This design comes from an exercise in tuning for small area and a short achievable clock period on the open sky130 flow, not from production work.
No run shown here included a check of the RTL's function; only the layout flow was run.
Power and IR drop assume default switching activity.

## flow/config.mk

```make
export PLATFORM = sky130hd
export DESIGN_NAME = fmtconv
export DESIGN_NICKNAME = fmtconv
export VERILOG_FILES = /design/flow/design.v
export SDC_FILE = /design/flow/constraint.sdc
export NUM_CORES = 4
export LEC_CHECK = 0
export CAP_MARGIN = 20
export CORE_MARGIN = 2
export CORE_UTILIZATION = 30
export SLEW_MARGIN = 20
```

## flow/constraint.sdc

```tcl
create_clock -name core_clock -period 18.0 [get_ports {clk}]
set_input_delay 3.6000 -clock core_clock [delete_from_list [all_inputs] [get_ports {clk}]]
set_output_delay 3.6000 -clock core_clock [all_outputs]
set_load 0.01 [all_outputs]
```

## flow/design.v

```verilog
module fc_align (
    input  wire [5:0]  kn,       
    input  wire [31:0] m_raw,
    input  wire [4:0]  lz,
    input  wire signed [9:0] ash,
    input  wire        use_a,
    output wire        huge,
    output wire [31:0] q,
    output wire        g,
    output wire        g2,
    output wire        st2
);
    assign huge = ash[9];
    wire [5:0] ta = huge ? 6'd23 : ((ash > 10'sd33) ? 6'd56 : (ash[5:0] + 6'd23));
    wire [5:0] t = use_a ? ta : (kn - {1'b0, lz});
    wire [88:0] wide = {m_raw, 57'd0} >> t;
    assign q  = wide[65:34];
    assign g  = wide[33];
    assign g2 = wide[32];
    reg [31:0] smask;
    integer i;
    always @(*)
        for (i = 0; i < 32; i = i + 1)
            smask[i] = ({1'b0, t} >= i + 26);
    assign st2 = |(m_raw & smask);
endmodule
module fc_round (
    input  wire [3:0]  dst,
    input  wire [1:0]  rnd,
    input  wire        sign,
    input  wire        sub,
    input  wire [31:0] q,
    input  wire        g,
    input  wire        g2,
    input  wire        st2,
    output reg         inc,
    output wire        inx,
    output wire        cy,
    output wire        gt
);
    wire t_int = (dst >= 4'h7);
    reg [22:0] fmask;       
    always @(*) begin
        case (dst)
            4'h0:       fmask = 23'h7fffff;
            4'h1:       fmask = 23'h0003ff;
            4'h2:       fmask = 23'h00007f;
            4'h3:       fmask = 23'h000007;
            4'h4, 4'h5: fmask = 23'h000003;
            default:    fmask = 23'h000001;
        endcase
    end
    wire st = g2 | st2;
    assign inx = g | st;
    always @(*) begin
        case (rnd)
            2'd0:    inc = g & (st | q[0]);
            2'd1:    inc = 1'b0;
            2'd2:    inc = ~sign & inx;
            default: inc = sign & inx;
        endcase
    end
    wire ao = &(q[22:0] | ~fmask);
    wire p2 = ~sub & ~t_int & (|(q[24:2] & (fmask ^ (fmask >> 1))));
    assign cy = (inc & ao) | p2;
    assign gt = g & ((rnd == 2'd0) ? g2 : st);
endmodule
module fc_decode (
    input  wire [11:0]       soh,      
    input  wire              ineg,     
    input  wire              sint,     
    input  wire [3:0]        dst,
    input  wire [31:0]       d,
    input  wire              flush_eff,
    output reg               sign,
    output reg               is_zero,
    output reg               is_inf,
    output reg               is_nan,
    output reg               is_snan,
    output reg               flushed,
    output wire              is_int,
    output reg  [31:0]       m_raw,
    output wire [4:0]        lz,       
    output wire signed [9:0] ash,      
    output wire signed [9:0] eb0,      
    output wire              sub       
);
    assign is_int = sint;
    wire [31:0] ix = ({32{soh[7]}} & d)
                   | ({32{soh[8]}} & {{24{d[7]}}, d[7:0]})
                   | ({32{soh[9]}} & {24'd0, d[7:0]})
                   | ({32{soh[10]}} & {{28{d[3]}}, d[3:0]})
                   | ({32{soh[11]}} & {28'd0, d[3:0]});
    wire [31:0] ixc  = ix ^ {32{ineg}};
    wire [31:0] imag = ixc + {31'd0, ineg};
    wire        fs = (soh[0] & d[31]) | ((soh[1] | soh[2]) & d[15])
                   | ((soh[3] | soh[4]) & d[7]) | (soh[5] & d[5]) | (soh[6] & d[3]);
    wire [7:0]  ec = ({8{soh[0]}} & d[30:23])
                   | ({8{soh[1]}} & {3'd0, d[14:10]})
                   | ({8{soh[2]}} & d[14:7])
                   | ({8{soh[3]}} & {4'd0, d[6:3]})
                   | ({8{soh[4]}} & {3'd0, d[6:2]})
                   | ({8{soh[5]}} & {5'd0, d[4:2]})
                   | ({8{soh[6]}} & {6'd0, d[2:1]});
    wire [22:0] fm = ({23{soh[0]}} & d[22:0])
                   | ({23{soh[1]}} & {d[9:0], 13'd0})
                   | ({23{soh[2]}} & {d[6:0], 16'd0})
                   | ({23{soh[3]}} & {d[2:0], 20'd0})
                   | ({23{soh[4] | soh[5]}} & {d[1:0], 21'd0})
                   | ({23{soh[6]}} & {d[0], 22'd0});
    wire        eco = (soh[0] & (&d[30:23])) | (soh[1] & (&d[14:10]))
                    | (soh[2] & (&d[14:7])) | (soh[4] & (&d[6:2]));
    wire        flushable = soh[0] | soh[1] | soh[2];
    wire        ecz_f = (ec == 8'd0);
    wire        fnz = (fm != 23'd0);
    wire        fq  = fm[22];
    wire f8a_nan = soh[3] && (d[7:0] == 8'h80);
    wire do_flush = flushable && flush_eff && ecz_f && fnz;
    wire izero = (ix == 32'd0);
    always @(*) begin
        if (is_int) begin
            sign = ineg; is_zero = izero; is_inf = 1'b0; is_nan = 1'b0; is_snan = 1'b0;
            flushed = 1'b0; m_raw = imag;
        end else begin
            sign    = fs & ~f8a_nan;
            is_nan  = f8a_nan | (eco & fnz);
            is_inf  = eco & ~fnz;
            is_snan = eco & fnz & ~fq;
            is_zero = ~f8a_nan & ecz_f & (~fnz | do_flush);
            flushed = do_flush;
            m_raw   = {~ecz_f, fm, 8'd0};
        end
    end
    reg signed [9:0] bs, bd, kb;
    always @(*) begin
        bs = ({10{soh[0] | soh[2]}} & 10'sd127) | ({10{soh[1] | soh[4]}} & 10'sd15)
           | ({10{soh[3]}} & 10'sd7) | ({10{soh[5]}} & 10'sd3) | ({10{soh[6]}} & 10'sd1)
           | ({10{is_int}} & -10'sd31);
        case (dst)
            4'h0:    begin bd = 10'sd127; kb = -10'sd118; end
            4'h1:    begin bd = 10'sd15;  kb = 10'sd7;    end
            4'h2:    begin bd = 10'sd127; kb = -10'sd102; end
            4'h3:    begin bd = 10'sd7;   kb = 10'sd22;   end
            4'h4:    begin bd = 10'sd15;  kb = 10'sd15;   end
            4'h5:    begin bd = 10'sd3;   kb = 10'sd27;   end
            4'h6:    begin bd = 10'sd1;   kb = 10'sd30;   end
            default: begin bd = 10'sd0;   kb = 10'sd31;   end
        endcase
    end
    wire signed [9:0] t1 = bd - bs;
    wire signed [9:0] t2 = kb + bs;
    wire [7:0] ecx = is_int ? 8'd0 : (ec | {7'd0, ecz_f});
    assign eb0 = $signed({2'b00, ecx}) + t1;
    assign sub = (dst < 4'h7) & (eb0[9] | (eb0 == 10'sd0) | (ecz_f & ~is_int & (bd == bs)));
    assign ash = t2 - $signed({2'b00, ecx});
    fc_lzc u_lzc (.x(is_int ? ixc : {~ecz_f, fm, 8'd0}), .lz(lz));
endmodule
module fc_round_pack (
    input  wire [11:0]       doh,      
    input  wire [1:0]        rnd,
    input  wire              sat,
    input  wire              strict,
    input  wire              flush_eff,
    input  wire              sign,
    input  wire              is_zero,
    input  wire              is_inf,
    input  wire              is_nan,
    input  wire              is_snan,
    input  wire              flushed,
    input  wire              src_int,
    input  wire [31:0]       q,
    input  wire              inc,
    input  wire              inx,
    input  wire              cy,
    input  wire              gt,
    input  wire [7:0]        eb,
    input  wire              ebgt,     
    input  wire              ebeq,     
    input  wire              qz,       
    input  wire              sub,
    input  wire              huge,
    output reg  [31:0]       data,
    output reg  [6:0]        flags
);
    localparam F_INVALID = 0, F_OVERFLOW = 2, F_UNDERFLOW = 3,
               F_INEXACT = 4, F_FLUSHED = 5, F_CLIPPED = 6;
    wire        t_int       = |doh[11:7];
    wire        t_kind0     = doh[0] | doh[1] | doh[2] | doh[4];
    wire        t_kind1     = doh[3];
    wire        t_kind2     = doh[5] | doh[6];
    wire        t_flushable = doh[0] | doh[1] | doh[2];
    wire [22:0] fmask = {{13{doh[0]}}, {3{doh[0] | doh[1]}}, {4{doh[0] | doh[1] | doh[2]}},
                         doh[0] | doh[1] | doh[2] | doh[3],
                         doh[0] | doh[1] | doh[2] | doh[3] | doh[4] | doh[5],
                         doh[0] | doh[1] | doh[2] | doh[3] | doh[4] | doh[5] | doh[6]};
    wire [7:0]  emaxb = ({8{doh[0] | doh[2]}} & 8'd254) | ({8{doh[1] | doh[4]}} & 8'd30)
                      | ({8{doh[3]}} & 8'd15) | ({8{doh[5]}} & 8'd7) | ({8{doh[6]}} & 8'd3);
    wire        sx = sign & t_int;
    wire [31:0] ir = (q ^ {32{sx}}) + {31'd0, sx ^ inc};
    wire [22:0] fr = ir[22:0] & fmask;
    wire [7:0]  ef = (sub ? 8'd0 : eb) + {7'd0, cy};
    wire ovf   = ~sub & (ebgt | (ebeq & cy));
    wire rzero = sub & qz & ~inc;
    wire subres = sub & ~cy & ~rzero;
    wire tiny  = sub & ~(cy & gt);
    reg big;
    always @(*) begin
        case (rnd)
            2'd0:    big = 1'b1;
            2'd1:    big = 1'b0;
            2'd2:    big = ~sign;
            default: big = sign;
        endcase
    end
    reg        fsgn;
    reg [7:0]  fexp;
    reg [22:0] ffr;
    reg [6:0]  fflg;
    always @(*) begin
        fsgn = sign; fexp = 8'd0; ffr = 23'd0; fflg = 7'd0;
        if (is_nan) begin
            if (t_kind2) begin
                fsgn = 1'b0;
                fflg[F_CLIPPED] = 1'b1; fflg[F_INVALID] = 1'b1;
            end else if (t_kind1) begin
                fsgn = 1'b1;
                fflg[F_INVALID] = is_snan;
            end else begin
                fsgn = strict & sign;
                fexp = 8'hff;
                ffr  = ((strict ? q[22:0] : 23'd0) | (fmask ^ (fmask >> 1))) & fmask;
                fflg[F_INVALID] = is_snan;
            end
        end else if (is_inf) begin
            if (t_kind0 && !sat) begin
                fexp = 8'hff;
            end else begin
                fexp = emaxb; ffr = fmask;
                fflg[F_CLIPPED] = 1'b1;
            end
        end else if (is_zero) begin
            fsgn = sign & ~t_kind1;
        end else if (ovf) begin
            fflg[F_INEXACT] = 1'b1;
            if (t_kind0 && !sat) begin
                fflg[F_OVERFLOW] = 1'b1;
                if (big) fexp = 8'hff;
                else begin fexp = emaxb; ffr = fmask; end
            end else begin
                fexp = emaxb; ffr = fmask;
                fflg[F_CLIPPED] = 1'b1;
            end
        end else if (rzero) begin
            fsgn = sign & ~t_kind1;
            fflg[F_UNDERFLOW] = 1'b1; fflg[F_INEXACT] = 1'b1;
        end else if (t_flushable && flush_eff && subres) begin
            fflg[F_FLUSHED] = 1'b1; fflg[F_UNDERFLOW] = 1'b1; fflg[F_INEXACT] = 1'b1;
        end else begin
            fexp = ef; ffr = fr;
            fflg[F_INEXACT] = inx;
            fflg[F_UNDERFLOW] = inx & tiny;
        end
        if (!strict) begin
            fflg[F_UNDERFLOW] = 1'b0;
            fflg[F_INEXACT]   = 1'b0;
            if (!t_kind2) fflg[F_INVALID] = 1'b0;
        end
    end
    wire ge31 = q[31] | ((&q[30:0]) & inc);
    wire ge8  = (|q[31:8]) | ((&q[7:0]) & inc);
    wire ge7  = (|q[31:7]) | ((&q[6:0]) & inc);
    wire ge4  = (|q[31:4]) | ((&q[3:0]) & inc);
    wire ge3  = (|q[31:3]) | ((&q[2:0]) & inc);
    wire gt31 = q[31] & ((|q[30:0]) | inc);
    wire gt7  = (|q[31:8]) | (q[7] & ((|q[6:0]) | inc));
    wire gt3  = (|q[31:4]) | (q[3] & ((|q[2:0]) | inc));
    wire gt0  = (|q) | inc;
    wire [31:0] ihi = ({32{doh[7]}} & 32'h7fffffff) | ({32{doh[8]}} & 32'h0000007f)
                    | ({32{doh[9]}} & 32'h000000ff) | ({32{doh[10]}} & 32'h00000007)
                    | ({32{doh[11]}} & 32'h0000000f);
    wire [31:0] ilo = ({32{doh[7]}} & 32'h80000000) | ({32{doh[8]}} & 32'h00000080)
                    | ({32{doh[10]}} & 32'h00000008);
    wire over_hi = (doh[7] & ge31) | (doh[8] & ge7) | (doh[9] & ge8) | (doh[10] & ge3) | (doh[11] & ge4);
    wire over_lo = (doh[7] & gt31) | (doh[8] & gt7) | (doh[10] & gt3) | ((doh[9] | doh[11]) & gt0);
    wire [31:0] imsk = {{24{doh[7]}}, {4{doh[7] | doh[8] | doh[9]}}, 4'hf};
    wire clamp_hi = ~sign & (huge | over_hi);
    wire clamp_lo =  sign & (huge | over_lo);
    reg [31:0] idata;
    reg [6:0]  iflg;
    always @(*) begin
        idata = 32'd0; iflg = 7'd0;
        if (is_nan) begin
            iflg[F_CLIPPED] = 1'b1; iflg[F_INVALID] = 1'b1;
        end else if (is_inf) begin
            idata = sign ? ilo : ihi;
            iflg[F_CLIPPED] = 1'b1; iflg[F_INVALID] = 1'b1;
        end else if (is_zero) begin
            idata = 32'd0;
        end else begin
            iflg[F_INEXACT] = strict & inx;
            if (clamp_hi || clamp_lo) begin
                idata = clamp_hi ? ihi : ilo;
                iflg[F_CLIPPED] = 1'b1;
                if (!src_int) iflg[F_INEXACT] = strict;
            end else begin
                idata = ir & imsk;
            end
        end
    end
    always @(*) begin
        data = ({32{doh[0]}} & {fsgn, fexp, ffr})
             | ({32{doh[1]}} & {16'd0, fsgn, fexp[4:0], ffr[9:0]})
             | ({32{doh[2]}} & {16'd0, fsgn, fexp, ffr[6:0]})
             | ({32{doh[3]}} & {24'd0, fsgn, fexp[3:0], ffr[2:0]})
             | ({32{doh[4]}} & {24'd0, fsgn, fexp[4:0], ffr[1:0]})
             | ({32{doh[5]}} & {26'd0, fsgn, fexp[2:0], ffr[1:0]})
             | ({32{doh[6]}} & {28'd0, fsgn, fexp[1:0], ffr[0]})
             | ({32{t_int}} & idata);
        flags = t_int ? iflg : fflg;
        flags[F_FLUSHED] = flags[F_FLUSHED] | flushed;
    end
endmodule
module fc_lzc (
    input  wire [31:0] x,
    output wire [4:0]  lz
);
    wire [15:0] v1;  wire [15:0] c1;
    wire [7:0]  v2;  wire [15:0] c2;
    wire [3:0]  v3;  wire [11:0] c3;
    wire [1:0]  v4;  wire [7:0]  c4;
    genvar k;
    generate
        for (k = 0; k < 16; k = k + 1) begin : g_l1
            assign v1[k] = x[2*k+1] | x[2*k];
            assign c1[k] = ~x[2*k+1];
        end
        for (k = 0; k < 8; k = k + 1) begin : g_l2
            assign v2[k] = v1[2*k+1] | v1[2*k];
            assign c2[2*k+1:2*k] = v1[2*k+1] ? {1'b0, c1[2*k+1]} : {1'b1, c1[2*k]};
        end
        for (k = 0; k < 4; k = k + 1) begin : g_l3
            assign v3[k] = v2[2*k+1] | v2[2*k];
            assign c3[3*k+2:3*k] = v2[2*k+1] ? {1'b0, c2[4*k+3:4*k+2]} : {1'b1, c2[4*k+1:4*k]};
        end
        for (k = 0; k < 2; k = k + 1) begin : g_l4
            assign v4[k] = v3[2*k+1] | v3[2*k];
            assign c4[4*k+3:4*k] = v3[2*k+1] ? {1'b0, c3[6*k+5:6*k+3]} : {1'b1, c3[6*k+2:6*k]};
        end
    endgenerate
    assign lz = v4[1] ? {1'b0, c4[7:4]} : {1'b1, c4[3:0]};
endmodule
module fmtconv (
    input  wire        clk,
    input  wire        rst,           
    input  wire        in_valid,
    input  wire [3:0]  src_fmt,
    input  wire [3:0]  dst_fmt,
    input  wire [1:0]  rnd,           
    input  wire        sat,
    input  wire        strict,
    input  wire        flush,
    input  wire [31:0] in_data,
    output reg         out_valid,
    output reg  [31:0] out_data,
    output reg  [6:0]  out_flags,     
    output reg         out_range      
);
    reg        r_valid;
    reg [11:0] r_soh;         
    reg        r_ineg;        
    reg        r_bad;
    reg        r_sint;        
    reg [3:0]  r_dst;
    reg [1:0]  r_rnd;
    reg        r_sat, r_strict, r_flush;
    reg [31:0] r_data;
    always @(posedge clk) begin
        if (rst) r_valid <= 1'b0;
        else     r_valid <= in_valid;
        r_soh    <= 12'd1 << src_fmt;
        r_ineg   <= ((src_fmt == 4'h7) & in_data[31]) | ((src_fmt == 4'h8) & in_data[7])
                  | ((src_fmt == 4'hA) & in_data[3]);
        r_bad    <= (src_fmt > 4'hB) || (dst_fmt > 4'hB);
        r_sint   <= (src_fmt >= 4'h7) && (src_fmt <= 4'hB);
        r_dst    <= dst_fmt;
        r_rnd    <= rnd;
        r_sat    <= sat;
        r_strict <= strict;
        r_flush  <= flush;
        r_data   <= in_data;
    end
    wire        d_sign, d_zero, d_inf, d_nan, d_snan, d_flushed, d_int;
    wire [31:0] d_m;
    wire [4:0]  d_lz;
    wire signed [9:0] d_ash;
    wire signed [9:0] d_eb0;
    wire        d_sub;
    fc_decode u_dec (
        .soh(r_soh), .ineg(r_ineg), .sint(r_sint), .dst(r_dst), .d(r_data), .flush_eff(r_flush | ~r_strict),
        .sign(d_sign), .is_zero(d_zero), .is_inf(d_inf), .is_nan(d_nan), .is_snan(d_snan),
        .flushed(d_flushed), .is_int(d_int), .m_raw(d_m), .lz(d_lz), .ash(d_ash), .eb0(d_eb0), .sub(d_sub));
    wire [5:0] r_kn = (r_dst == 4'h0) ? 6'd31 :
                      (r_dst == 4'h1) ? 6'd44 :
                      (r_dst == 4'h2) ? 6'd47 :
                      (r_dst == 4'h3) ? 6'd51 :
                      (r_dst == 4'h4 || r_dst == 4'h5) ? 6'd52 : 6'd53;
    reg        s1_valid, s1_bad, s1_tint;
    reg [5:0]  s1_kn;
    reg [3:0]  s1_dst;
    reg [1:0]  s1_rnd;
    reg        s1_sat, s1_strict, s1_flush;
    reg        s1_sign, s1_zero, s1_inf, s1_nan, s1_snan, s1_flushed, s1_int;
    reg [31:0] s1_m;
    reg [4:0]  s1_lz;
    reg signed [9:0] s1_ash;
    reg signed [9:0] s1_eb0;
    reg        s1_sub;
    always @(posedge clk) begin
        if (rst) s1_valid <= 1'b0;
        else     s1_valid <= r_valid;
        s1_bad     <= r_bad;
        s1_kn      <= r_kn;
        s1_tint    <= (r_dst >= 4'h7);
        s1_dst     <= r_dst;
        s1_rnd     <= r_rnd;
        s1_sat     <= r_sat;
        s1_strict  <= r_strict;
        s1_flush   <= r_flush;
        s1_sign    <= d_sign;
        s1_zero    <= d_zero;
        s1_inf     <= d_inf;
        s1_nan     <= d_nan;
        s1_snan    <= d_snan;
        s1_flushed <= d_flushed;
        s1_int     <= d_int;
        s1_m       <= d_m;
        s1_lz      <= d_lz;
        s1_ash     <= d_ash;
        s1_eb0     <= d_eb0;
        s1_sub     <= d_sub;
    end
    wire s1_int_dst = s1_tint;
    wire signed [9:0] s1_ebl = s1_eb0 - $signed({5'd0, s1_lz});
    wire [7:0] s1_emaxb = (s1_dst == 4'h0 || s1_dst == 4'h2) ? 8'd254 :
                          (s1_dst == 4'h1 || s1_dst == 4'h4) ? 8'd30 :
                          (s1_dst == 4'h3) ? 8'd15 :
                          (s1_dst == 4'h5) ? 8'd7 : 8'd3;
    wire [31:0] a_q;
    wire        a_g, a_g2, a_st2, a_huge;
    fc_align u_al (
        .kn(s1_kn), .m_raw(s1_m), .lz(s1_lz), .ash(s1_ash), .use_a(s1_int_dst | s1_sub),
        .huge(a_huge),
        .q(a_q), .g(a_g), .g2(a_g2), .st2(a_st2));
    wire        a_inc, a_inx, a_cy, a_gt;
    fc_round u_rd (
        .dst(s1_dst), .rnd(s1_rnd), .sign(s1_sign), .sub(s1_sub),
        .q(a_q), .g(a_g), .g2(a_g2), .st2(a_st2),
        .inc(a_inc), .inx(a_inx), .cy(a_cy), .gt(a_gt));
    reg        s2_valid, s2_bad;
    reg [11:0] s2_doh;        
    reg [1:0]  s2_rnd;
    reg        s2_sat, s2_strict, s2_flush;
    reg        s2_sign, s2_zero, s2_inf, s2_nan, s2_snan, s2_flushed, s2_int;
    reg [31:0] s2_q;
    reg        s2_inc, s2_inx, s2_cy, s2_gt, s2_sub, s2_huge;
    reg [7:0]  s2_eb;
    reg        s2_ebgt, s2_ebeq, s2_qz;
    always @(posedge clk) begin
        if (rst) s2_valid <= 1'b0;
        else     s2_valid <= s1_valid;
        s2_bad     <= s1_bad;
        s2_doh     <= 12'd1 << s1_dst;
        s2_rnd     <= s1_rnd;
        s2_sat     <= s1_sat;
        s2_strict  <= s1_strict;
        s2_flush   <= s1_flush;
        s2_sign    <= s1_sign;
        s2_zero    <= s1_zero;
        s2_inf     <= s1_inf;
        s2_nan     <= s1_nan;
        s2_snan    <= s1_snan;
        s2_flushed <= s1_flushed;
        s2_int     <= s1_int;
        s2_q       <= a_q;
        s2_inc     <= a_inc;
        s2_inx     <= a_inx;
        s2_cy      <= a_cy;
        s2_gt      <= a_gt;
        s2_sub     <= s1_sub;
        s2_eb      <= s1_ebl[7:0];
        s2_ebgt    <= s1_ebl[7:0] > s1_emaxb;
        s2_ebeq    <= s1_ebl[7:0] == s1_emaxb;
        s2_qz      <= ~(|a_q[22:0]);
        s2_huge    <= a_huge;
    end
    wire [31:0] res_data;
    wire [6:0]  res_flags;
    fc_round_pack u_rp (
        .doh(s2_doh), .rnd(s2_rnd), .sat(s2_sat), .strict(s2_strict),
        .flush_eff(s2_flush | ~s2_strict),
        .sign(s2_sign), .is_zero(s2_zero), .is_inf(s2_inf), .is_nan(s2_nan), .is_snan(s2_snan),
        .flushed(s2_flushed), .src_int(s2_int),
        .q(s2_q), .inc(s2_inc), .inx(s2_inx), .cy(s2_cy), .gt(s2_gt), .eb(s2_eb), .ebgt(s2_ebgt), .ebeq(s2_ebeq), .qz(s2_qz), .sub(s2_sub), .huge(s2_huge),
        .data(res_data), .flags(res_flags));
    always @(posedge clk) begin
        if (rst) out_valid <= 1'b0;
        else     out_valid <= s2_valid;
        out_data  <= s2_bad ? 32'd0 : res_data;
        out_flags <= s2_bad ? 7'd0  : res_flags;
        out_range <= s2_bad;
    end
endmodule
```

## flow/flow/run.sh

```bash
#!/bin/bash
# The standard layout flow (standard.sh), with the input and output ports
# buffered by buf_2 cells instead of the delay buffers that buffer_ports
# picks by default. standard.sh's full output goes to standard.log.
export BUFFER_PORTS_ARGS="-buffer_cell sky130_fd_sc_hd__buf_2"
bash standard.sh > standard.log 2>&1
```

## flow/standard.sh

```bash
#!/bin/bash
# synth_recipe.tcl (not shown) runs the flow's synth.tcl, then flattens the netlist and writes it again
# the make line also repeats each setting of config.mk as NAME=value (left out here)
make -C /OpenROAD-flow-scripts/flow DESIGN_CONFIG=/design/flow/config.mk WORK_HOME=/design/flow/orfs CLKGATE_MAP_FILE= SYNTH_SCRIPT=/design/flow/synth_recipe.tcl "${@:-finish}"
```

==> results of run 1 <==
-- final cells by class --
cell class / instances / area share [%]
clock buffer: 34 / 3.686
clock inverter: 14 / 0.9198
inverter: 88 / 1.641
multi-input combinational: 1915 / 60.48
sequential: 253 / 25.17
tap: 782 / 4.860
timing repair buffer: 116 / 3.244
-- state kept, by name, indices dropped and copies added (netlist names), 2 cells and up --
| name | flops |
|---|---|
| s2_doh | 12 |
| s1_dst | 4 |
| s1_eb0 | 8 |
| r_dst | 4 |
| s2_eb | 8 |
| s2_rnd | 2 |
| r_rnd | 2 |
| s1_rnd | 2 |
| s1_kn | 6 |
| r_data | 32 |
| s1_lz | 5 |
| s1_m | 32 |
| out_data | 32 |
| s2_q | 32 |
| out_flags | 6 |
| s1_ash | 10 |
| r_soh | 12 |
-- cells by family (layout without fill, tap and decap cells) --
logic type      Yosys count  after routing  share of synthesized area, %
compound gates          759            759                         27.84
xor+xnor                140            140                         6.660
fa+ha+maj                64             64                         4.880
buf+inv                 278            252                         6.375
flops                   253            253                         27.51
mux                      59             59                         3.384
other cells               1              1                       0.02037
simple gates            892            892                         23.33
-- cell usage after synthesis (25+ instances only) --
library cell	n
inv_1	86
clkbuf_1	117
buf_2	33
a222oi_1	25
nand2_1	282
nor2_1	198
xnor2_1	89
xor2_1	51
dfxtp_1	253
a31oi_1	35
nor3_1	68
mux2i_1	44
a21oi_1	216
o211ai_1	25
o21ai_0	159
nand3_1	116
nand2b_1	26
ha_1	51
nand4_1	26
a22oi_1	29
-- worst paths after layout --
kind	startpoint	end	slack (ns)	cells past startpoint
setup / recovery	s1_kn[0]	s2_cy	12.80	14
hold / removal	r_sat	s1_sat	0.32	0
setup reg to reg	s1_kn[0]	s2_cy	12.80	14
hold reg to reg	r_sat	s1_sat	0.32	0
-- routing by layer --
| layer | global-route usage, % | up-vias | part of all wire, % |
|---|---|---|---|
| met1 | 26.15 | 8627 | 44 |
| met5 | 0 | - | 0 |
| met3 | 3.363 | 138 | 8.8 |
| met2 | 29.20 | 889 | 43 |
| li1 | - | 8790 | - |
| met4 | 6.701 | 0 | 3.5 |
-- power groups by stage --
stage | combinational, mW | clock, mW | sequential (mW)
finish | 1.14 | 0.574 | 0.786
global route | 1.25 | 0.611 | 0.799
CTS | 1.12 | 0.588 | 0.783
detailed placement | 1.11 | 0 | 0.795
global placement | 1.11 | 0 | 0.794
floorplan | 0.888 | 0 | 0.724
==> qor.csv, run 1 <==
metric;value;unit
status;finished clean;
grt ovf;0;
setup slack after layout;12.80;ns
P_leak;7.834;nW
period utilisation layout;28.91;%
dpl cells;3154;
asr flop ratio synth;0;%
Power per Cell Area;124.4;nW/um2
Achievable Freq;192.1;MHz
H-tree Lvls;1;
synthesis-to-layout area growth;9.352;%
clk latency of the worst-skew pair;0.55;ns
Post-Syn Instances;2446;
Max Cap Violations;0;
GRT Overall Usage;18.85;%
crit path kind;flop to flop;
post-CTS sizing;0;
nets;2513;
CTS tree;yes;
CTS Buffer Depth;3;
Die ar.;63370;um2
Setup crit end kind;flop;
clock sink count;253;
final hold violation count;0;
routed len/inst;19.31;um
# port buffers;87;
largest net degree at the start of global routing;78;
drt first pass iters;7;
Comb pwr share;45.7;%
Core ar.;60470;um2
Worst EP arrival;5.63;ns
overall power;2.505;mW
syn_nets;2558;
critical path's largest stage delay;0.99;ns
cell chain of the critical path;inv_1 -> ha_1 -> inv_1 -> fa_1 -> or3_1 -> nand2_2 -> nand2_1 -> a2bb2oi_1 -> mux2i_1 -> a222oi_1 -> nor3_1 -> a2111oi_2 -> a2111o_1 -> o41ai_2;
RSZ-0062 raised after global routing;false;
final WL;61820;um
Die X-Extent;251.7;um
VDD IR-drop max;0.00007056;V
post-synthesis sequential area ratio;27.51;%
Via Count;18444;
Ports;89;
Setup-failing EPs final;0;
ys flop type;dfxtp_1;
Hold Path Class;flop to flop;
HPWL Detailed;46330;um
initial drt markers;1960;
post-CTS setup buffers;0;
aggregate negative setup slack;0;ns
Syn Area/Cell;7.527;um2
worst slew pin tran;0.9557;ns
FP Rows;90;
# hold bufs at CTS;0;
P_int;1.409;mW
initial core utilization;30.44;%
Hold WS;0.3207;ns
global-route wire length before repair;97510;um
final core utilization;33.29;%
FILL cells;6472;
Crit Path Max Fanout;35;
layout cells sized above 1;9.959;%
GPL Wtd Cong;0.9730;
Clock Power Share;22.9;%
Non-Filler Instances;3202;
#FFs+latches synth;253;
multi-input logic area;12180;um2
most used cell, CP;inv_1;
minimum clock period;5.204;ns
CP delay by family, top;simple AND/OR/NAND/NOR gates;
Critical Path Slowest Stage Cell;fa_1;
library cells used by synthesis;119;
Switching Share;43.74;%
dpl ws;12.93;ns
register share of total power;31.4;%
CTS clk-pin slew, worst paths;0.07;ns
initial antenna violation count;1;
Post-Place Cell Area;19200;um2
Mapped Area;18410;um2
Finished Cell Area;20130;um2
synth top area cells;dfxtp_1 (28%), a21oi_1 (5.9%), nand2_1 (5.7%);
Slew Limit Headroom;36.05;%
commonest non-fill, non-tap cell in the layout;nand2_1;
diode count;0;
Worst Path Required;18.42;ns
CTS root buf;clkbuf_16;
Post-DRT Antenna Nets;0;
number of flops mapped to enable cells by yosys;0;
CP startpoint kind;flop;
Via density;5.760;
Die Height;251.7;um
Synth area leader;dfxtp_1;
post-synth top area share;27.51;%
Reg area;5067;um2
DRC viols;0;
Switching Power;1.096;mW
yosys warns;5;
skew final;0.01692;ns
CTS buffer count;27;
fin. max-slew vios;0;
vias in the first global route;17129;
crit path buf inv count;2;
most frequent cells in the layout;nand2_1 (282), dfxtp_1 (251), a21oi_1 (216);
==> inputs of run 2 (changes only) <==
--- a/flow/design.v
+++ b/flow/design.v
@@ -1,6 +1,5 @@
 module fc_align (
-    input  wire [5:0]  kn,       
+    input  wire [5:0]  tn,       
     input  wire [31:0] m_raw,
-    input  wire [4:0]  lz,
     input  wire signed [9:0] ash,
     input  wire        use_a,
@@ -13,5 +12,5 @@
     assign huge = ash[9];
     wire [5:0] ta = huge ? 6'd23 : ((ash > 10'sd33) ? 6'd56 : (ash[5:0] + 6'd23));
-    wire [5:0] t = use_a ? ta : (kn - {1'b0, lz});
+    wire [5:0] t = use_a ? ta : tn;
     wire [88:0] wide = {m_raw, 57'd0} >> t;
     assign q  = wide[65:34];
@@ -132,25 +131,215 @@
         end
     end
-    reg signed [9:0] bs, bd, kb;
-    always @(*) begin
-        bs = ({10{soh[0] | soh[2]}} & 10'sd127) | ({10{soh[1] | soh[4]}} & 10'sd15)
-           | ({10{soh[3]}} & 10'sd7) | ({10{soh[5]}} & 10'sd3) | ({10{soh[6]}} & 10'sd1)
-           | ({10{is_int}} & -10'sd31);
-        case (dst)
-            4'h0:    begin bd = 10'sd127; kb = -10'sd118; end
-            4'h1:    begin bd = 10'sd15;  kb = 10'sd7;    end
-            4'h2:    begin bd = 10'sd127; kb = -10'sd102; end
-            4'h3:    begin bd = 10'sd7;   kb = 10'sd22;   end
-            4'h4:    begin bd = 10'sd15;  kb = 10'sd15;   end
-            4'h5:    begin bd = 10'sd3;   kb = 10'sd27;   end
-            4'h6:    begin bd = 10'sd1;   kb = 10'sd30;   end
-            default: begin bd = 10'sd0;   kb = 10'sd31;   end
-        endcase
-    end
-    wire signed [9:0] t1 = bd - bs;
-    wire signed [9:0] t2 = kb + bs;
+    wire [11:0] dh = 12'd1 << dst;
+    wire signed [9:0] t1, t2;
+    assign t1[0] = dh[7] |
+        dh[8] |
+        dh[9] |
+        dh[10] |
+        dh[11];
+    assign t1[1] = (dh[0] & (soh[6] | soh[7] | soh[8] | soh[9] | soh[10] | soh[11])) |
+        (dh[1] & (soh[6] | soh[7] | soh[8] | soh[9] | soh[10] | soh[11])) |
+        (dh[2] & (soh[6] | soh[7] | soh[8] | soh[9] | soh[10] | soh[11])) |
+        (dh[3] & (soh[6] | soh[7] | soh[8] | soh[9] | soh[10] | soh[11])) |
+        (dh[4] & (soh[6] | soh[7] | soh[8] | soh[9] | soh[10] | soh[11])) |
+        (dh[5] & (soh[6] | soh[7] | soh[8] | soh[9] | soh[10] | soh[11])) |
+        (dh[6] & (soh[0] | soh[1] | soh[2] | soh[3] | soh[4] | soh[5])) |
+        (dh[7] & (soh[6] | soh[7] | soh[8] | soh[9] | soh[10] | soh[11])) |
+        (dh[8] & (soh[6] | soh[7] | soh[8] | soh[9] | soh[10] | soh[11])) |
+        (dh[9] & (soh[6] | soh[7] | soh[8] | soh[9] | soh[10] | soh[11])) |
+        (dh[10] & (soh[6] | soh[7] | soh[8] | soh[9] | soh[10] | soh[11])) |
+        (dh[11] & (soh[6] | soh[7] | soh[8] | soh[9] | soh[10] | soh[11]));
+    assign t1[2] = (dh[0] & (soh[5] | soh[6] | soh[7] | soh[8] | soh[9] | soh[10] | soh[11])) |
+        (dh[1] & (soh[5] | soh[6] | soh[7] | soh[8] | soh[9] | soh[10] | soh[11])) |
+        (dh[2] & (soh[5] | soh[6] | soh[7] | soh[8] | soh[9] | soh[10] | soh[11])) |
+        (dh[3] & (soh[5] | soh[6] | soh[7] | soh[8] | soh[9] | soh[10] | soh[11])) |
+        (dh[4] & (soh[5] | soh[6] | soh[7] | soh[8] | soh[9] | soh[10] | soh[11])) |
+        (dh[5] & (soh[0] | soh[1] | soh[2] | soh[3] | soh[4])) |
+        (dh[6] & (soh[5])) |
+        (dh[7] & (soh[5] | soh[6] | soh[7] | soh[8] | soh[9] | soh[10] | soh[11])) |
+        (dh[8] & (soh[5] | soh[6] | soh[7] | soh[8] | soh[9] | soh[10] | soh[11])) |
+        (dh[9] & (soh[5] | soh[6] | soh[7] | soh[8] | soh[9] | soh[10] | soh[11])) |
+        (dh[10] & (soh[5] | soh[6] | soh[7] | soh[8] | soh[9] | soh[10] | soh[11])) |
+        (dh[11] & (soh[5] | soh[6] | soh[7] | soh[8] | soh[9] | soh[10] | soh[11]));
+    assign t1[3] = (dh[0] & (soh[3] | soh[5] | soh[6] | soh[7] | soh[8] | soh[9] | soh[10] | soh[11])) |
+        (dh[1] & (soh[3] | soh[5] | soh[6] | soh[7] | soh[8] | soh[9] | soh[10] | soh[11])) |
+        (dh[2] & (soh[3] | soh[5] | soh[6] | soh[7] | soh[8] | soh[9] | soh[10] | soh[11])) |
+        (dh[3] & (soh[0] | soh[1] | soh[2] | soh[4])) |
+        (dh[4] & (soh[3] | soh[5] | soh[6] | soh[7] | soh[8] | soh[9] | soh[10] | soh[11])) |
+        (dh[5] & (soh[3])) |
+        (dh[6] & (soh[3] | soh[5])) |
+        (dh[7] & (soh[3] | soh[5] | soh[6] | soh[7] | soh[8] | soh[9] | soh[10] | soh[11])) |
+        (dh[8] & (soh[3] | soh[5] | soh[6] | soh[7] | soh[8] | soh[9] | soh[10] | soh[11])) |
+        (dh[9] & (soh[3] | soh[5] | soh[6] | soh[7] | soh[8] | soh[9] | soh[10] | soh[11])) |
+        (dh[10] & (soh[3] | soh[5] | soh[6] | soh[7] | soh[8] | soh[9] | soh[10] | soh[11])) |
+        (dh[11] & (soh[3] | soh[5] | soh[6] | soh[7] | soh[8] | soh[9] | soh[10] | soh[11]));
+    assign t1[4] = (dh[0] & (soh[1] | soh[3] | soh[4] | soh[5] | soh[6] | soh[7] | soh[8] | soh[9] | soh[10] | soh[11])) |
+        (dh[1] & (soh[0] | soh[2])) |
+        (dh[2] & (soh[1] | soh[3] | soh[4] | soh[5] | soh[6] | soh[7] | soh[8] | soh[9] | soh[10] | soh[11])) |
+        (dh[3] & (soh[1] | soh[4])) |
+        (dh[4] & (soh[0] | soh[2])) |
+        (dh[5] & (soh[1] | soh[3] | soh[4])) |
+        (dh[6] & (soh[1] | soh[3] | soh[4] | soh[5])) |
+        (dh[7] & (soh[1] | soh[3] | soh[4] | soh[5] | soh[6] | soh[7] | soh[8] | soh[9] | soh[10] | soh[11])) |
+        (dh[8] & (soh[1] | soh[3] | soh[4] | soh[5] | soh[6] | soh[7] | soh[8] | soh[9] | soh[10] | soh[11])) |
+        (dh[9] & (soh[1] | soh[3] | soh[4] | soh[5] | soh[6] | soh[7] | soh[8] | soh[9] | soh[10] | soh[11])) |
+        (dh[10] & (soh[1] | soh[3] | soh[4] | soh[5] | soh[6] | soh[7] | soh[8] | soh[9] | soh[10] | soh[11])) |
+        (dh[11] & (soh[1] | soh[3] | soh[4] | soh[5] | soh[6] | soh[7] | soh[8] | soh[9] | soh[10] | soh[11]));
+    assign t1[5] = (dh[0] & (soh[1] | soh[3] | soh[4] | soh[5] | soh[6])) |
+        (dh[1] & (soh[7] | soh[8] | soh[9] | soh[10] | soh[11])) |
+        (dh[2] & (soh[1] | soh[3] | soh[4] | soh[5] | soh[6])) |
+        (dh[3] & (soh[1] | soh[4] | soh[7] | soh[8] | soh[9] | soh[10] | soh[11])) |
+        (dh[4] & (soh[7] | soh[8] | soh[9] | soh[10] | soh[11])) |
+        (dh[5] & (soh[1] | soh[3] | soh[4] | soh[7] | soh[8] | soh[9] | soh[10] | soh[11])) |
+        (dh[6] & (soh[1] | soh[3] | soh[4] | soh[5] | soh[7] | soh[8] | soh[9] | soh[10] | soh[11])) |
+        (dh[7] & (soh[1] | soh[3] | soh[4] | soh[5] | soh[6])) |
+        (dh[8] & (soh[1] | soh[3] | soh[4] | soh[5] | soh[6])) |
+        (dh[9] & (soh[1] | soh[3] | soh[4] | soh[5] | soh[6])) |
+        (dh[10] & (soh[1] | soh[3] | soh[4] | soh[5] | soh[6])) |
+        (dh[11] & (soh[1] | soh[3] | soh[4] | soh[5] | soh[6]));
+    assign t1[6] = (dh[0] & (soh[1] | soh[3] | soh[4] | soh[5] | soh[6])) |
+        (dh[2] & (soh[1] | soh[3] | soh[4] | soh[5] | soh[6])) |
+        (dh[3] & (soh[1] | soh[4])) |
+        (dh[5] & (soh[1] | soh[3] | soh[4])) |
+        (dh[6] & (soh[1] | soh[3] | soh[4] | soh[5])) |
+        (dh[7] & (soh[1] | soh[3] | soh[4] | soh[5] | soh[6])) |
+        (dh[8] & (soh[1] | soh[3] | soh[4] | soh[5] | soh[6])) |
+        (dh[9] & (soh[1] | soh[3] | soh[4] | soh[5] | soh[6])) |
+        (dh[10] & (soh[1] | soh[3] | soh[4] | soh[5] | soh[6])) |
+        (dh[11] & (soh[1] | soh[3] | soh[4] | soh[5] | soh[6]));
+    assign t1[7] = (dh[0] & (soh[7] | soh[8] | soh[9] | soh[10] | soh[11])) |
+        (dh[1] & (soh[0] | soh[2])) |
+        (dh[2] & (soh[7] | soh[8] | soh[9] | soh[10] | soh[11])) |
+        (dh[3] & (soh[0] | soh[1] | soh[2] | soh[4])) |
+        (dh[4] & (soh[0] | soh[2])) |
+        (dh[5] & (soh[0] | soh[1] | soh[2] | soh[3] | soh[4])) |
+        (dh[6] & (soh[0] | soh[1] | soh[2] | soh[3] | soh[4] | soh[5])) |
+        (dh[7] & (soh[0] | soh[1] | soh[2] | soh[3] | soh[4] | soh[5] | soh[6])) |
+        (dh[8] & (soh[0] | soh[1] | soh[2] | soh[3] | soh[4] | soh[5] | soh[6])) |
+        (dh[9] & (soh[0] | soh[1] | soh[2] | soh[3] | soh[4] | soh[5] | soh[6])) |
+        (dh[10] & (soh[0] | soh[1] | soh[2] | soh[3] | soh[4] | soh[5] | soh[6])) |
+        (dh[11] & (soh[0] | soh[1] | soh[2] | soh[3] | soh[4] | soh[5] | soh[6]));
+    assign t1[8] = (dh[1] & (soh[0] | soh[2])) |
+        (dh[3] & (soh[0] | soh[1] | soh[2] | soh[4])) |
+        (dh[4] & (soh[0] | soh[2])) |
+        (dh[5] & (soh[0] | soh[1] | soh[2] | soh[3] | soh[4])) |
+        (dh[6] & (soh[0] | soh[1] | soh[2] | soh[3] | soh[4] | soh[5])) |
+        (dh[7] & (soh[0] | soh[1] | soh[2] | soh[3] | soh[4] | soh[5] | soh[6])) |
+        (dh[8] & (soh[0] | soh[1] | soh[2] | soh[3] | soh[4] | soh[5] | soh[6])) |
+        (dh[9] & (soh[0] | soh[1] | soh[2] | soh[3] | soh[4] | soh[5] | soh[6])) |
+        (dh[10] & (soh[0] | soh[1] | soh[2] | soh[3] | soh[4] | soh[5] | soh[6])) |
+        (dh[11] & (soh[0] | soh[1] | soh[2] | soh[3] | soh[4] | soh[5] | soh[6]));
+    assign t1[9] = (dh[1] & (soh[0] | soh[2])) |
+        (dh[3] & (soh[0] | soh[1] | soh[2] | soh[4])) |
+        (dh[4] & (soh[0] | soh[2])) |
+        (dh[5] & (soh[0] | soh[1] | soh[2] | soh[3] | soh[4])) |
+        (dh[6] & (soh[0] | soh[1] | soh[2] | soh[3] | soh[4] | soh[5])) |
+        (dh[7] & (soh[0] | soh[1] | soh[2] | soh[3] | soh[4] | soh[5] | soh[6])) |
+        (dh[8] & (soh[0] | soh[1] | soh[2] | soh[3] | soh[4] | soh[5] | soh[6])) |
+        (dh[9] & (soh[0] | soh[1] | soh[2] | soh[3] | soh[4] | soh[5] | soh[6])) |
+        (dh[10] & (soh[0] | soh[1] | soh[2] | soh[3] | soh[4] | soh[5] | soh[6])) |
+        (dh[11] & (soh[0] | soh[1] | soh[2] | soh[3] | soh[4] | soh[5] | soh[6]));
+    assign t2[0] = dh[0] |
+        dh[2] |
+        dh[3] |
+        dh[6];
+    assign t2[1] = (dh[0] & (soh[6] | soh[7] | soh[8] | soh[9] | soh[10] | soh[11])) |
+        (dh[1] & (soh[0] | soh[1] | soh[2] | soh[3] | soh[4] | soh[5])) |
+        (dh[2] & (soh[6] | soh[7] | soh[8] | soh[9] | soh[10] | soh[11])) |
+        (dh[3] & (soh[6] | soh[7] | soh[8] | soh[9] | soh[10] | soh[11])) |
+        (dh[4] & (soh[0] | soh[1] | soh[2] | soh[3] | soh[4] | soh[5])) |
+        (dh[5] & (soh[0] | soh[1] | soh[2] | soh[3] | soh[4] | soh[5])) |
+        (dh[6] & (soh[6] | soh[7] | soh[8] | soh[9] | soh[10] | soh[11])) |
+        (dh[7] & (soh[0] | soh[1] | soh[2] | soh[3] | soh[4] | soh[5])) |
+        (dh[8] & (soh[0] | soh[1] | soh[2] | soh[3] | soh[4] | soh[5])) |
+        (dh[9] & (soh[0] | soh[1] | soh[2] | soh[3] | soh[4] | soh[5])) |
+        (dh[10] & (soh[0] | soh[1] | soh[2] | soh[3] | soh[4] | soh[5])) |
+        (dh[11] & (soh[0] | soh[1] | soh[2] | soh[3] | soh[4] | soh[5]));
+    assign t2[2] = (dh[0] & (soh[5])) |
+        (dh[1] & (soh[0] | soh[1] | soh[2] | soh[3] | soh[4])) |
+        (dh[2] & (soh[5])) |
+        (dh[3] & (soh[0] | soh[1] | soh[2] | soh[3] | soh[4] | soh[6] | soh[7] | soh[8] | soh[9] | soh[10] | soh[11])) |
+        (dh[4] & (soh[0] | soh[1] | soh[2] | soh[3] | soh[4])) |
+        (dh[5] & (soh[5] | soh[6] | soh[7] | soh[8] | soh[9] | soh[10] | soh[11])) |
+        (dh[6] & (soh[0] | soh[1] | soh[2] | soh[3] | soh[4] | soh[6] | soh[7] | soh[8] | soh[9] | soh[10] | soh[11])) |
+        (dh[7] & (soh[0] | soh[1] | soh[2] | soh[3] | soh[4])) |
+        (dh[8] & (soh[0] | soh[1] | soh[2] | soh[3] | soh[4])) |
+        (dh[9] & (soh[0] | soh[1] | soh[2] | soh[3] | soh[4])) |
+        (dh[10] & (soh[0] | soh[1] | soh[2] | soh[3] | soh[4])) |
+        (dh[11] & (soh[0] | soh[1] | soh[2] | soh[3] | soh[4]));
+    assign t2[3] = (dh[0] & (soh[0] | soh[1] | soh[2] | soh[4] | soh[5] | soh[6] | soh[7] | soh[8] | soh[9] | soh[10] | soh[11])) |
+        (dh[1] & (soh[3] | soh[5] | soh[6] | soh[7] | soh[8] | soh[9] | soh[10] | soh[11])) |
+        (dh[2] & (soh[0] | soh[1] | soh[2] | soh[4] | soh[5] | soh[6] | soh[7] | soh[8] | soh[9] | soh[10] | soh[11])) |
+        (dh[3] & (soh[3] | soh[5])) |
+        (dh[4] & (soh[0] | soh[1] | soh[2] | soh[4])) |
+        (dh[5] & (soh[0] | soh[1] | soh[2] | soh[4] | soh[5] | soh[6] | soh[7] | soh[8] | soh[9] | soh[10] | soh[11])) |
+        (dh[6] & (soh[0] | soh[1] | soh[2] | soh[4] | soh[6] | soh[7] | soh[8] | soh[9] | soh[10] | soh[11])) |
+        (dh[7] & (soh[0] | soh[1] | soh[2] | soh[4])) |
+        (dh[8] & (soh[0] | soh[1] | soh[2] | soh[4])) |
+        (dh[9] & (soh[0] | soh[1] | soh[2] | soh[4])) |
+        (dh[10] & (soh[0] | soh[1] | soh[2] | soh[4])) |
+        (dh[11] & (soh[0] | soh[1] | soh[2] | soh[4]));
+    assign t2[4] = (dh[0] & (soh[1] | soh[3] | soh[4])) |
+        (dh[1] & (soh[1] | soh[4])) |
+        (dh[2] & (soh[0] | soh[2] | soh[5] | soh[6] | soh[7] | soh[8] | soh[9] | soh[10] | soh[11])) |
+        (dh[3] & (soh[0] | soh[2] | soh[3] | soh[5] | soh[6] | soh[7] | soh[8] | soh[9] | soh[10] | soh[11])) |
+        (dh[4] & (soh[1] | soh[3] | soh[4] | soh[5] | soh[6] | soh[7] | soh[8] | soh[9] | soh[10] | soh[11])) |
+        (dh[5] & (soh[0] | soh[2] | soh[5] | soh[6] | soh[7] | soh[8] | soh[9] | soh[10] | soh[11])) |
+        (dh[6] & (soh[0] | soh[2] | soh[6] | soh[7] | soh[8] | soh[9] | soh[10] | soh[11])) |
+        (dh[7] & (soh[0] | soh[2])) |
+        (dh[8] & (soh[0] | soh[2])) |
+        (dh[9] & (soh[0] | soh[2])) |
+        (dh[10] & (soh[0] | soh[2])) |
+        (dh[11] & (soh[0] | soh[2]));
+    assign t2[5] = (dh[0] & (soh[7] | soh[8] | soh[9] | soh[10] | soh[11])) |
+        (dh[1] & (soh[7] | soh[8] | soh[9] | soh[10] | soh[11])) |
+        (dh[2] & (soh[1] | soh[3] | soh[4] | soh[7] | soh[8] | soh[9] | soh[10] | soh[11])) |
+        (dh[3] & (soh[1] | soh[4] | soh[7] | soh[8] | soh[9] | soh[10] | soh[11])) |
+        (dh[4] & (soh[7] | soh[8] | soh[9] | soh[10] | soh[11])) |
+        (dh[5] & (soh[1] | soh[3] | soh[4] | soh[7] | soh[8] | soh[9] | soh[10] | soh[11])) |
+        (dh[6] & (soh[1] | soh[3] | soh[4] | soh[5] | soh[7] | soh[8] | soh[9] | soh[10] | soh[11])) |
+        (dh[7] & (soh[1] | soh[3] | soh[4] | soh[5] | soh[6])) |
+        (dh[8] & (soh[1] | soh[3] | soh[4] | soh[5] | soh[6])) |
+        (dh[9] & (soh[1] | soh[3] | soh[4] | soh[5] | soh[6])) |
+        (dh[10] & (soh[1] | soh[3] | soh[4] | soh[5] | soh[6])) |
+        (dh[11] & (soh[1] | soh[3] | soh[4] | soh[5] | soh[6]));
+    assign t2[6] = (dh[0] & (soh[7] | soh[8] | soh[9] | soh[10] | soh[11])) |
+        (dh[1] & (soh[7] | soh[8] | soh[9] | soh[10] | soh[11])) |
+        (dh[2] & (soh[7] | soh[8] | soh[9] | soh[10] | soh[11])) |
+        (dh[3] & (soh[7] | soh[8] | soh[9] | soh[10] | soh[11])) |
+        (dh[4] & (soh[7] | soh[8] | soh[9] | soh[10] | soh[11])) |
+        (dh[5] & (soh[7] | soh[8] | soh[9] | soh[10] | soh[11])) |
+        (dh[6] & (soh[7] | soh[8] | soh[9] | soh[10] | soh[11]));
+    assign t2[7] = (dh[0] & (soh[1] | soh[3] | soh[4] | soh[5] | soh[6])) |
+        (dh[1] & (soh[0] | soh[2] | soh[7] | soh[8] | soh[9] | soh[10] | soh[11])) |
+        (dh[2] & (soh[1] | soh[3] | soh[4] | soh[5] | soh[6])) |
+        (dh[3] & (soh[0] | soh[2] | soh[7] | soh[8] | soh[9] | soh[10] | soh[11])) |
+        (dh[4] & (soh[0] | soh[2] | soh[7] | soh[8] | soh[9] | soh[10] | soh[11])) |
+        (dh[5] & (soh[0] | soh[2] | soh[7] | soh[8] | soh[9] | soh[10] | soh[11])) |
+        (dh[6] & (soh[0] | soh[2] | soh[7] | soh[8] | soh[9] | soh[10] | soh[11])) |
+        (dh[7] & (soh[0] | soh[2])) |
+        (dh[8] & (soh[0] | soh[2])) |
+        (dh[9] & (soh[0] | soh[2])) |
+        (dh[10] & (soh[0] | soh[2])) |
+        (dh[11] & (soh[0] | soh[2]));
+    assign t2[8] = (dh[0] & (soh[1] | soh[3] | soh[4] | soh[5] | soh[6] | soh[7] | soh[8] | soh[9] | soh[10] | soh[11])) |
+        (dh[1] & (soh[7] | soh[8] | soh[9] | soh[10] | soh[11])) |
+        (dh[2] & (soh[1] | soh[3] | soh[4] | soh[5] | soh[6] | soh[7] | soh[8] | soh[9] | soh[10] | soh[11])) |
+        (dh[3] & (soh[7] | soh[8] | soh[9] | soh[10] | soh[11])) |
+        (dh[4] & (soh[7] | soh[8] | soh[9] | soh[10] | soh[11])) |
+        (dh[5] & (soh[7] | soh[8] | soh[9] | soh[10] | soh[11])) |
+        (dh[6] & (soh[7] | soh[8] | soh[9] | soh[10] | soh[11]));
+    assign t2[9] = (dh[0] & (soh[1] | soh[3] | soh[4] | soh[5] | soh[6] | soh[7] | soh[8] | soh[9] | soh[10] | soh[11])) |
+        (dh[1] & (soh[7] | soh[8] | soh[9] | soh[10] | soh[11])) |
+        (dh[2] & (soh[1] | soh[3] | soh[4] | soh[5] | soh[6] | soh[7] | soh[8] | soh[9] | soh[10] | soh[11])) |
+        (dh[3] & (soh[7] | soh[8] | soh[9] | soh[10] | soh[11])) |
+        (dh[4] & (soh[7] | soh[8] | soh[9] | soh[10] | soh[11])) |
+        (dh[5] & (soh[7] | soh[8] | soh[9] | soh[10] | soh[11])) |
+        (dh[6] & (soh[7] | soh[8] | soh[9] | soh[10] | soh[11]));
+    wire same_bias = ((dh[0] | dh[2]) & (soh[0] | soh[2])) | ((dh[1] | dh[4]) & (soh[1] | soh[4]))
+                   | (dh[3] & soh[3]) | (dh[5] & soh[5]) | (dh[6] & soh[6]);
     wire [7:0] ecx = is_int ? 8'd0 : (ec | {7'd0, ecz_f});
     assign eb0 = $signed({2'b00, ecx}) + t1;
-    assign sub = (dst < 4'h7) & (eb0[9] | (eb0 == 10'sd0) | (ecz_f & ~is_int & (bd == bs)));
+    assign sub = (dst < 4'h7) & (eb0[9] | (eb0 == 10'sd0) | (ecz_f & same_bias));
     assign ash = t2 - $signed({2'b00, ecx});
     fc_lzc u_lzc (.x(is_int ? ixc : {~ecz_f, fm, 8'd0}), .lz(lz));
@@ -406,5 +595,5 @@
                       (r_dst == 4'h4 || r_dst == 4'h5) ? 6'd52 : 6'd53;
     reg        s1_valid, s1_bad, s1_tint;
-    reg [5:0]  s1_kn;
+    reg [5:0]  s1_tn;
     reg [3:0]  s1_dst;
     reg [1:0]  s1_rnd;
@@ -420,5 +609,5 @@
         else     s1_valid <= r_valid;
         s1_bad     <= r_bad;
-        s1_kn      <= r_kn;
+        s1_tn      <= r_kn - {1'b0, d_lz};
         s1_tint    <= (r_dst >= 4'h7);
         s1_dst     <= r_dst;
@@ -449,5 +638,5 @@
     wire        a_g, a_g2, a_st2, a_huge;
     fc_align u_al (
-        .kn(s1_kn), .m_raw(s1_m), .lz(s1_lz), .ash(s1_ash), .use_a(s1_int_dst | s1_sub),
+        .tn(s1_tn), .m_raw(s1_m), .ash(s1_ash), .use_a(s1_int_dst | s1_sub),
         .huge(a_huge),
         .q(a_q), .g(a_g), .g2(a_g2), .st2(a_st2));
==> run 2 against run 1 <==
Net effect: sequential power fell by 2%; via count rose by 6.9%; synthesized area rose by 0.56%; clock power fell by 3%; maximum frequency rose by 1.6%.
==> qor.csv, run 2 <==
metric;value;unit
synthesis-to-layout area growth;9.746;%
count leader, synth;dfxtp_1;
nets;2574;
layout cells sized above 1;9.276;%
fin. max-slew vios;0;
HPWL Detailed;52260;um
drt first pass iters;7;
skew final;0.01551;ns
# port buffers;87;
routed len/inst;21.22;um
Mapped Area;18510;um2
post-CTS sizing;0;
hold endpoint;s2_bad;
# hold bufs at CTS;0;
Power per Cell Area;125.4;nW/um2
final WL;69840;um
Post-Syn Instances;2525;
vias in the first global route;18223;
VDD IR-drop max;0.00008188;V
Worst EP arrival;5.58;ns
post-synth top area share;27.36;%
Via density;5.994;
initial drt markers;2531;
Hold WS;0.3248;ns
Post-Place Cell Area;19420;um2
clock sink count;253;
DR WL met2;30470;um
hold depth;0;
GRT Overall Usage;21.20;%
worst slew pin tran;1.172;ns
Die ar.;63710;um2
largest net degree at the start of global routing;61;
initial antenna violation count;0;
met3 routed WL;6071;um
DRC viols;0;
Ports;89;
RSZ-0062 raised after global routing;false;
FF-to-FF path depth;13;
period utilisation layout;28.47;%
status;finished clean;
reg-to-reg startpoint;s1_ash[0];
post-CTS setup buffers;0;
CTS Buffer Depth;3;
Worst Path Required;18.46;ns
Setup-failing EPs final;0;
commonest cells in the netlist;dfxtp_1 (253), a21oi_1 (250), nand2_1 (246), nor2_1 (214), o21ai_0 (174);
CTS buffer count;27;
grt ovf;0;
Achievable Freq;195.2;MHz
H-tree Lvls;1;
crit path kind;flop to flop;
syn_nets;2617;
Critical R2R Capture;s2_cy;
yosys warns;5;
hold_sp;s1_bad;
most frequent cells in the layout;dfxtp_1 (252), a21oi_1 (249), nand2_1 (246);
Die Height;252.4;um
synth top area cells;dfxtp_1 (27%), a21oi_1 (6.8%), nand2_1 (5.0%);
#FFs+latches synth;253;
Core ar.;61370;um2
diode count;0;
library cells used by synthesis;96;
P_leak;7.709;nW
FP Rows;91;
CTS clk-pin slew, worst paths;0.07;ns
Post-DRT Antenna Nets;0;
Syn Area/Cell;7.332;um2
global-route wire length before repair;107900;um
CP startpoint kind;flop;
CTS root buf;clkbuf_16;
Critical Path Slowest Stage Cell;a221oi_1;
Crit Path Max Fanout;15;
initial core utilization;30.17;%
commonest non-fill, non-tap cell in the layout;dfxtp_1;
M1 WL;30190;um
Finished Cell Area;20320;um2
asr flop ratio synth;0;%
aggregate negative setup slack;0;ns
ys flop type;dfxtp_1;
Synth area leader;dfxtp_1;
minimum clock period;5.124;ns
Hold Path Class;flop to flop;
CTS tree;yes;
Die X-Extent;252.4;um
number of flops mapped to enable cells by yosys;0;
Max Cap Violations;0;
DR top layer;met4;
clk latency of the worst-skew pair;0.57;ns
post-synthesis sequential area ratio;27.36;%
Via Count;19725;
final hold violation count;0;
Setup crit end kind;flop;
worst reg-to-reg setup slack;12.88;ns
cell chain of the critical path;inv_1 -> ha_1 -> or3b_1 -> nand3_1 -> nor2_2 -> a221oi_1 -> a211oi_1 -> a21oi_1 -> a21oi_1 -> a211oi_1 -> o32ai_1 -> o31ai_1 -> o31ai_1;
GPL Wtd Cong;0.9488;
critical path's largest stage delay;0.86;ns
Slew Limit Headroom;21.65;%
-- run 2: worst max path at each step --
stage / startpoint / depth (start not counted) / end
after floorplan: src_fmt[2] / 4 / r_ineg
after global placement: s1_ash[0] / 13 / s2_cy
after detailed placement: s1_ash[0] / 13 / s2_cy
after CTS: s1_ash[0] / 13 / s2_cy
after global routing: s1_ash[0] / 13 / s2_cy
final: s1_ash[0] / 13 / s2_cy
-- run 2: layout make-up --
type                       instances  area [um2]
fill                            6592       41050
multi-input combinational       1998       12370
sequential                       253        5066
tap                              790       988.4
clock buffer                      34       732.0
timing repair buffer             123       705.7
inverter                          79       296.5
clock inverter                    14       156.4
-- run 2: logic make-up after synthesis --
| family | count (synthesis) | synth area share, % |
|---|---|---|
| fa+ha+maj | 45 | 3.190 |
| mux | 40 | 2.183 |
| xor+xnor | 133 | 6.292 |
| buf+inv | 274 | 6.002 |
| flops | 253 | 27.36 |
| simple gates | 915 | 24.07 |
| other cells | 1 | 0.02026 |
| compound gates | 864 | 30.88 |
-- run 2: per-stage QoR --
step | setup WS [ns] | instances | util, % | power (mW)
after floorplan | 13.84 | 2525 | - | 1.605
after global placement | 13.13 | 3243 | 31.64 | 1.970
after detailed placement | 13.10 | 3243 | 31.65 | 1.960
after CTS | 13.05 | 3291 | 33.10 | 2.524
after global routing | 12.67 | 3291 | 33.11 | 2.700
final | 12.88 | 3291 | 33.11 | 2.548
-- run 2: per-layer routing --
layer | up-vias | track usage (%)
met5 | - | 0
met4 | 0 | 8.081
met3 | 218 | 3.502
met2 | 1118 | 33.01
met1 | 9164 | 29.20
li1 | 9225 | -
-- run 2: power breakdown --
part	internal [mW]	switching, mW
Combinational	0.412	0.811
Clock	0.320	0.236
Sequential	0.647	0.122
Total	1.38	1.17
-- run 2: critical path: cells and delay by family (launching register included) --
kind / cells / cell delay, ns
buf+inv: 1 / 0.09
compound gates: 8 / 2.88
simple gates: 3 / 1.32
fa+ha+maj: 1 / 0.27
flops: 1 / 0.44
==> inputs of run 3 (changes only) <==
--- a/flow/config.mk
+++ b/flow/config.mk
@@ -6,4 +6,5 @@
 export NUM_CORES = 4
 export LEC_CHECK = 0
+export ABC_AREA = 1
 export CAP_MARGIN = 20
 export CORE_MARGIN = 2
==> run 3 against run 2 <==
Net effect: still clean; setup slack improved by 0.22 ns; first-iteration DRC count fell by 24%; clock-buffer cell count rose by 4; synthesized area shrank 4.2%; routed wire length down 14%; critical path type unchanged.
==> qor.csv, run 3 <==
metric;value;unit
DRC viols;0;
initial drt markers;1928;
number of flops mapped to enable cells by yosys;0;
Via Count;18720;
# hold bufs at CTS;0;
Slew Limit Headroom;27.74;%
worst reg-to-reg setup slack;13.10;ns
Via density;5.167;
CTS Buffer Depth;3;
crit path capture;s1_tn[4];
final hold violation count;0;
Crit Path Max Fanout;23;
Ports;89;
clk latency of the worst-skew pair;0.57;ns
#FFs+latches synth;253;
diode count;0;
synthesis-to-layout area growth;11.55;%
syn_nets;2893;
VDD IR-drop max;0.00008274;V
Worst Setup SP;r_ineg;
Worst EP arrival;5.40;ns
GRT Overall Usage;19.47;%
met1 Use GR;26.67;%
drt first pass iters;7;
reg-to-reg startpoint;r_ineg;
Power per Cell Area;127.6;nW/um2
vias in the first global route;17478;
Die Height;247.1;um
Die X-Extent;247.1;um
commonest non-fill, non-tap cell in the layout;nand2_1;
Mapped Area;17730;um2
GPL Wtd Cong;0.9777;
most frequent cells in the layout;nand2_1 (685), nand3_1 (403), inv_1 (298);
Achievable Freq;204.0;MHz
grt ovf;0;
Synth area leader;dfxtp_1;
# port buffers;87;
ys flop type;dfxtp_1;
clock sink count;253;
post-CTS sizing;0;
Worst Path Required;18.50;ns
Post-Syn Instances;2801;
CTS buffer count;28;
Hold WS;0.3266;ns
synth top area cells;dfxtp_1 (29%), nand2_1 (15%), nand3_1 (11%);
Max Cap Violations;0;
Setup crit end kind;flop;
CP startpoint kind;flop;
layout cells sized above 1;7.860;%
final WL;60100;um
FP Rows;89;
GRT Max-Usage Layer;met2;
initial antenna violation count;0;
commonest cells in the netlist;nand2_1 (686), nand3_1 (403), inv_1 (298), nor2_1 (290), dfxtp_1 (253);
count leader, synth;nand2_1;
nets;2920;
grt met3 use;2.257;%
routed len/inst;16.59;um
yosys warns;5;
initial core utilization;30.21;%
Core ar.;58690;um2
Critical R2R Capture;s1_tn[4];
CTS root buf;clkbuf_16;
GRT met2 Usage;31.49;%
period utilisation layout;27.23;%
skew final;0.01694;ns
crit path kind;flop to flop;
CTS clk-pin slew, worst paths;0.06;ns
H-tree Lvls;1;
CTS tree;yes;
post-synth top area share;28.57;%
worst slew pin tran;1.077;ns
status;finished clean;
global-route wire length before repair;95610;um
Setup-failing EPs final;0;
Post-DRT Antenna Nets;0;
post-synthesis sequential area ratio;28.57;%
post-CTS setup buffers;0;
Syn Area/Cell;6.329;um2
FF-to-FF path depth;15;
asr flop ratio synth;0;%
minimum clock period;4.901;ns
RSZ-0062 raised after global routing;false;
Hold Path Class;flop to flop;
aggregate negative setup slack;0;ns
P_leak;9.098;nW
HPWL Detailed;47510;um
Die ar.;61050;um2
library cells used by synthesis;67;
fin. max-slew vios;0;
largest net degree at the start of global routing;49;
==> run 3: how the worst min path moves through the flow <==
| stage | cells past startpoint | from | end |
|---|---|---|---|
| finish | 0 | r_rnd[0] | s1_rnd[0] |
| global route | 0 | s1_flushed | s2_flushed |
| CTS | 0 | r_rnd[0] | s1_rnd[0] |
| detailed placement | 0 | r_rnd[0] | s1_rnd[0] |
| global placement | 0 | s1_sat | s2_sat |
| floorplan | 0 | r_bad | s1_bad |
==> run 3: area by class of cell <==
class                      count  area, um2
sequential                   253       5065
fill                        6449      38910
tap                          773      967.2
multi-input combinational   2135      11020
clock inverter                14      158.9
timing repair buffer         106      595.6
inverter                     304       1141
clock buffer                  38      828.3
==> run 3: critical path: stages, from the launching register on <==
cell and delay, ns:
dfxtp_1 0.71, clkinv_1 1.04, xor2_1 0.71, o21ai_0 0.18, nor2_1 0.18, nand4_1 0.18
nor2_1 0.26, nand2_1 0.08, o221ai_1 0.23, nand2_1 0.08, o2111ai_1 0.09, inv_1 0.08
ha_1 0.21, fa_1 0.41, o21ai_0 0.22, xor2_1 0.15
==> run 3: cell families (layout without fill, tap and decap cells) <==
family                     Yosys count  in the layout  synth area share, %
and+or+nand+nor                   1550           1550                38.55
AOI/OAI and AO/OA                  420            420                13.56
buffers and inverters              413            462                9.409
DFF                                253            253                28.57
xor gates and xnor gates           117            117                6.437
adders and majority gates           44             44                3.275
muxes                                3              3               0.1765
other                                1              1              0.02115
==> run 3: stage by stage <==
stage	cell area [um2]	power [mW]	util (%)	setup WS, ns	instances
5_1_grt	19770	2.712	33.70	12.66	3623
3_5_place_dp	18760	1.920	31.97	13.15	3570
3_3_place_gp	18760	1.923	31.97	13.19	3570
4_1_cts	19750	2.519	33.65	13.13	3622
2_1_floorplan	17730	1.584	-	13.93	2801
6_report	19770	2.522	33.70	13.10	3623
==> run 3: where the power goes <==
| group | switching, mW | internal [mW] | total, mW | leakage [nW] |
|---|---|---|---|---|
| clock | 0.235 | 0.354 | 0.589 | 0.489 |
| combinational | 0.853 | 0.364 | 1.22 | 6.51 |
| sequential | 0.0649 | 0.652 | 0.717 | 2.09 |
==> run 3: per-layer routing <==
metal	wire length (um)	vias up	share of wire (%)
li1	-	9318	-
met1	26850	8494	45
met2	26960	774	45
met3	4122	134	6.9
met4	2158	0	3.6
met5	0	-	0

static timing again, ports no longer ideal:
In the flow no input, the clock included, has a driving cell. The finished layouts below were timed again as built, in two steps. Step 1 assumes that a clkbuf_16 drives the clock port and a buf_2 every other input. Step 2 also shifts input and output timing later by t, the mid clock arrival at the registers, as if the neighbouring blocks saw the same clock. Slacks: ideal ports / drivers / drivers and shift; pairs: ideal ports / drivers.
run	shift t [ns]	setup WS [ns]	worst setup path after step 2	latest minus earliest clock arrival (ns)
run 1	0.591	12.796 / 12.796 / 12.796	register to register	0.017 / 0.017
run 2	0.625	12.876 / 12.876 / 12.876	register to register	0.020 / 0.019
run 3	0.612	13.099 / 13.099 / 13.099	register to register	0.018 / 0.018
After both steps setup and hold are still met in every run listed.
